This is an optimization exercise on Yosys and OpenROAD, whose aim is small area, a short achievable clock period and few clock cycles per item, not a production implementation.
The RTL was checked by simulation tests, not by an equivalence proof against the original design.
No activity file was given, so power comes from the tool's default toggle rates.

==> flow/design.v (outline; a module is shown in full before it is edited, if it fits) <==
// module c1_ldpc_enc: 1435 lines
module c1_ldpc_enc (
    input  wire        clk,
    input  wire        rst,         
    input  wire        in_valid,
    output wire        in_ready,
    input  wire [31:0] in_data,
    output wire        out_valid,
    input  wire        out_ready,
    output wire [31:0] out_data
);
  // ...
==> flow/flow/run.sh <==
#!/bin/bash
set -euo pipefail
export BUFFER_PORTS_ARGS="-buffer_cell sky130_fd_sc_hd__buf_4"
export SETUP_SLACK_MARGIN=6.8
bash standard.sh > standard.log 2>&1
==> flow/standard.sh <==
#!/bin/bash
# synth_recipe.tcl (not shown) runs the flow's synth.tcl, then flattens the netlist and writes it again
# the make line also repeats each setting of config.mk as NAME=value (left out here)
make -C /OpenROAD-flow-scripts/flow DESIGN_CONFIG=/design/flow/config.mk WORK_HOME=/design/flow/orfs CLKGATE_MAP_FILE= SYNTH_SCRIPT=/design/flow/synth_recipe.tcl "${@:-finish}"
==> flow/config.mk <==
export PLATFORM = sky130hd
export DESIGN_NAME = c1_ldpc_enc
export DESIGN_NICKNAME = c1_ldpc_enc
export VERILOG_FILES = /design/flow/design.v
export SDC_FILE = /design/flow/constraint.sdc
export NUM_CORES = 4
export LEC_CHECK = 0
export CAP_MARGIN = 20
export CORE_MARGIN = 2
export CORE_UTILIZATION = 55
export CTS_CLUSTER_DIAMETER = 70
export CTS_CLUSTER_SIZE = 32
export PLACE_DENSITY = 0.65
export SLEW_MARGIN = 20
==> flow/constraint.sdc <==
create_clock -name core_clock -period 10.0 [get_ports {clk}]
set_input_delay 2.0000 -clock core_clock [delete_from_list [all_inputs] [get_ports {clk}]]
set_output_delay 2.0000 -clock core_clock [all_outputs]
set_load 0.01 [all_outputs]
==> results by group, run 1 <==
Outcome
  • Run status: no timing/DRC/antenna violations

Synthesis
  • Mux contribution to synthesized area: 11.2%
  • Largest family of logic cells by synthesized area: multiplexers
  • Post-synthesis simple-gate area fraction: 8.29%

STA
  • Hold Vio Cnt, Final: 0
  • Final worst slack: 6.68 ns
  • Final Setup Violations: 0
  • Slew margin rel.: 16.3%

Worst setup path
  • Critical Path AT: 1.32 ns
  • Worst Setup End Kind: primary output
  • Worst Setup SP: oreg[0]
  • CP Buf/Inv Count: 1
  • Largest stage delay on the critical path: 0.51 ns
  • CP Launch Type: register

Pwr
  • Gate power share: 18.5%
  • Int Power: 6.91 mW
  • Sw Share: 30.9%
  • Combinational power: 1.85 mW

Final layout
  • Logic inverters: 18
  • Multi-input logic area: 13200 um2
  • Sequential cell area share: 59.3%
  • N_diodes: 0
  • Bufs w/o clock: 100
  • Dominant kind of cell: flip-flops and latches
  • Leading cell type in the layout, fill and taps excluded: dfxtp_1
  • Non-Filler Instances: 4069

Placement
  • IO buf count: 69
  • Place WS: 6.07 ns
  • DP Cell Count: 3983

Min path
  • Hold Crit Endpoint: A1[51]
  • Hold crit path type: reg2reg

Floorplanning
  • Starting Density: 55.8%
  • Tap Count: 931

Global route
  • First-pass GRT wire length: 167000 um
  • Vias in the first global route: 22500
  • Tot GR Track Use: 33.1%
  • Routing usage on met3: 7.59%
  • GRT overflow: 0

Routing
  • DR iter-0 viols: 2800

Run
  • Max Cap Viol: 0
Testbench counts, summed over its fixed seeds: cycles 26,176, rows 48.
==> run 2, diff against run 1 <==
--- a/flow/config.mk
+++ b/flow/config.mk
@@ -10,4 +10,4 @@
 export CORE_UTILIZATION = 55
-export CTS_CLUSTER_DIAMETER = 70
-export CTS_CLUSTER_SIZE = 32
+export CTS_CLUSTER_DIAMETER = 60
+export CTS_CLUSTER_SIZE = 25
 export PLACE_DENSITY = 0.65
==> run 2 against run 1 <==
Compared with the run above: via count up 1.2%; register-to-register slack better by 0.05 ns; combinational power about the same; utilization up 0.65 points; area after synthesis unchanged; die area unchanged; critical endpoint unchanged; highest routed layer unchanged.
==> results by group, run 2 <==
Routing
  • Residual DRC: 0
  • Final wirelength: 120000 um
  • First-pass DRT Iterations: 7
  • Top routing layer used: met5
  • Drt wl/cell: 29.4 um
  • Met3 wire length: 10600 um
  • DR iter-0 viols: 2826 (+0.93%)
  • Routed vias: 23500
  • Drt via density: 5.75
  • Met1 WL: 51400 um
  • Routed wl met2: 52000 um
  • Final ANT Viol Nets: 0

Floorplanning
  • Rows: 96
  • Core box area: 68900 um2
  • Starting Density: 55.8% (unchanged)
  • I/O pin cnt: 70
  • Die ar.: 72100 um2
  • Chip height: 269 um
  • Die X-Extent: 269 um

Global route
  • Vias in the first global route: 22800 (+1.4%)
  • Tot GR Track Use: 33.3% (+0.18 points)
  • Initial antenna violation count: 7
  • Pin count of the biggest net entering global routing: 95
  • GRT overflow: 0 (unchanged)
  • First-pass GRT wire length: 168000 um (+0.50%)

Placement
  • IO buf count: 69 (unchanged)
  • GPL Wtd Cong: 1.03
  • DPL Wire Length: 87200 um

Worst setup path
  • R2R cell count: 6
  • Critical path type: reg2out
  • Worst r2r src: ge[2]
  • Largest stage delay on the critical path: 0.51 ns (about the same)
  • CP Buf/Inv Count: 1 (unchanged)
  • Worst Setup End Kind: primary output
  • Slowest CP cell: edfxtp_1
  • CP Launch Type: register
  • Crit Path Max Fanout: 1
  • Delay-heaviest family, CP: flip-flops
  • CP Depth: 1
  • R2R Path End: A1[100]
  • Flop2flop setup slack: 6.85 ns
  • Critical Path AT: 1.34 ns (+0.02 ns)
  • Crit path cell chain: buf_6
  • Required @ worst endpoint: 8.00 ns

STA
  • RSZ-0062 raised after global routing: yes
  • Slew margin rel.: 16.0% (-0.32 points)
  • Tcrit/Tclk final: 33.4%
  • Setup_tns: 0 ns
  • Slew @ Worst Pin: 1.25 ns
  • Fmax: 0.299 GHz
  • Hold Vio Cnt, Final: 0 (unchanged)
  • Final Setup Violations: 0 (unchanged)
  • Count of pins over their slew limit: 0
  • Min Clock Period, post-route: 3.34 ns
  • Final Skew: 0.0314 ns

Clock network
  • Root buf cell: clkbuf_16
  • Clock Tree Buf Depth: 3
  • TritonCTS clock tree: yes
  • # hold bufs at CTS: 0
  • Num Clock Sinks: 1141
  • Clk Latency, worst-skew pair: 0.67 ns
  • Reg clk slew, reported paths: 0.09 ns
  • CTS buffer count: 61
  • H-tree levels: 2

Synthesis
  • Synthesized Nets: 3151
  • Yosys top cell by area: dfxtp_1
  • Yosys cell types: 57
  • Async SR Flop Fraction: 0%
  • Post-synthesis cell count: 3106
  • Top_reg_cell synth: dfxtp_1
  • Post-synth EDFFs: 180
  • Ranking of synthesized cells by area: dfxtp_1, edfxtp_1, mux2_2
  • Synth top cells by count: dfxtp_1, mux2_2, nor2_1
  • Yosys Warn Count: 1
  • Sequential share of the synthesized area: 64.0%
  • Synthesized flop and latch total: 1141
  • Synth Area per Inst: 12.4 um2
  • Synth Cell Area: 38500 um2
  • Top cell type's share of synthesized area: 50.0%
  • Top-count cell post-synth: dfxtp_1

Final layout
  • Area grow syn2layout: 9.18%
  • Nets: 3163
  • Number of fill cells in the layout: 5627
  • Share of layout cells above drive strength 1: 17.5%
  • Most frequent cells in the layout: dfxtp_1, mux2_2, nor2_1
  • Leading cell type in the layout, fill and taps excluded: dfxtp_1

Min path
  • WHS Path Cells: 0
  • Hold Crit Endpoint: A2[189]
  • Hold_sp: A2[221]
  • Hold crit path type: reg2reg

Pwr
  • Power consumption: 10.3 mW
  • Pleak: 16.6 nW
  • Cell Pwr Density: 246 nW/um2
  • Worst VDD drop: 194 uV

Outcome
  • Run status: no timing/DRC/antenna violations

Run
  • Max Cap Viol: 0 (unchanged)
run 2: cells by family after synthesis:
kind of cell               share of synthesized area, %
and+or+nand+nor                                    8.29
adders and majority gates                         0.293
buffers and inverters                              1.80
muxes                                              11.2
DFF                                                64.0
AOI/OAI and AO/OA                                  5.98
xor gates and xnor gates                           8.39
run 2: routing by layer:
metal | global-route usage [%] | vias up
met4 | 16.1 | 2
met5 | 0 | -
li1 | - | 10600
met3 | 7.53 | 267
met2 | 50.4 | 1055
met1 | 45.3 | 11600
run 2: cell type report:
class                      instances  area (um2)  area share [%]
timing repair buffer             102         897            2.13
multi-input combinational       1793       13200            31.4
inverter                          18        78.8           0.188
sequential                      1141       24700            58.7
clock inverter                    27         322           0.765
antenna                            2        5.00          0.0119
tap                              931        1160            2.77
clock buffer                      82        1700            4.05
timing repair inverter             1        5.00          0.0119
run 2: worst max path at each step:
stage,from,end
after floorplan,out_ready,rdy
after global placement,out_ready,rdy
after detailed placement,out_ready,rdy
after CTS,oreg[0],out_data[0]
after global routing,oreg[0],out_data[0]
final,oreg[0],out_data[0]
run 2: stage by stage:
step                hold WS, ns  cells  area [um2]  worst slack, ns  utilization (%)
floorplan                 0.310   3106       38500             6.60                -
global placement          0.310   3983       39800             6.09             57.8
detailed placement        0.312   3983       39800             6.07             57.8
CTS                       0.324   4094       42000             6.63             60.9
global route              0.322   4095       42000             6.64             61.0
finish                    0.320   4097       42000             6.66             61.0
run 2: what timing repair did:
action / CTS / global route
pin swaps: 0 / 0
gates cloned: 1 / 0
endpoints found under the setup margin: 35 / 36
buffers inserted: 1 / 0
gates resized for setup: 35 / 3
run 2: power by group:
group / switching, mW / internal, mW / total [mW]
Sequential: 0.450 / 5.20 / 5.65
Clock: 1.57 / 1.26 / 2.82
Combinational: 1.15 / 0.704 / 1.85
Total: 3.17 / 7.16 / 10.3

[re-timing with driven ports]
Ports are ideal in the flow. The routed layouts listed here were re-timed in OpenROAD.
Step 1 (the two cells are an assumption about what drives the block):
set clk [get_ports {clk}]
set_driving_cell -lib_cell sky130_fd_sc_hd__clkbuf_16 $clk
set_driving_cell -lib_cell sky130_fd_sc_hd__buf_2 [delete_from_list [all_inputs] $clk]
Step 2 also shifts input and output timing later by t, the mid clock arrival at the registers, as if the neighbouring blocks saw the same clock.
Slacks: no drivers / after step 1 / after step 2; pairs: no drivers / after step 1.
run	t, ns	slack for setup (ns)	worst setup path after step 2	slew at the worst register clock pin (ns)	worst slew at a driven data input, ns
run 1	0.702	6.679 / 6.610 / 6.061	input to register	0.12 / 0.12	0.06
run 2	0.727	6.657 / 6.589 / 6.380	input to register	0.10 / 0.10	0.06
After both steps setup and hold are still met in every run listed. For run 1, which loses most, drivers alone change the setup slack by -0.069 ns; drivers and shift together by -0.618 ns.
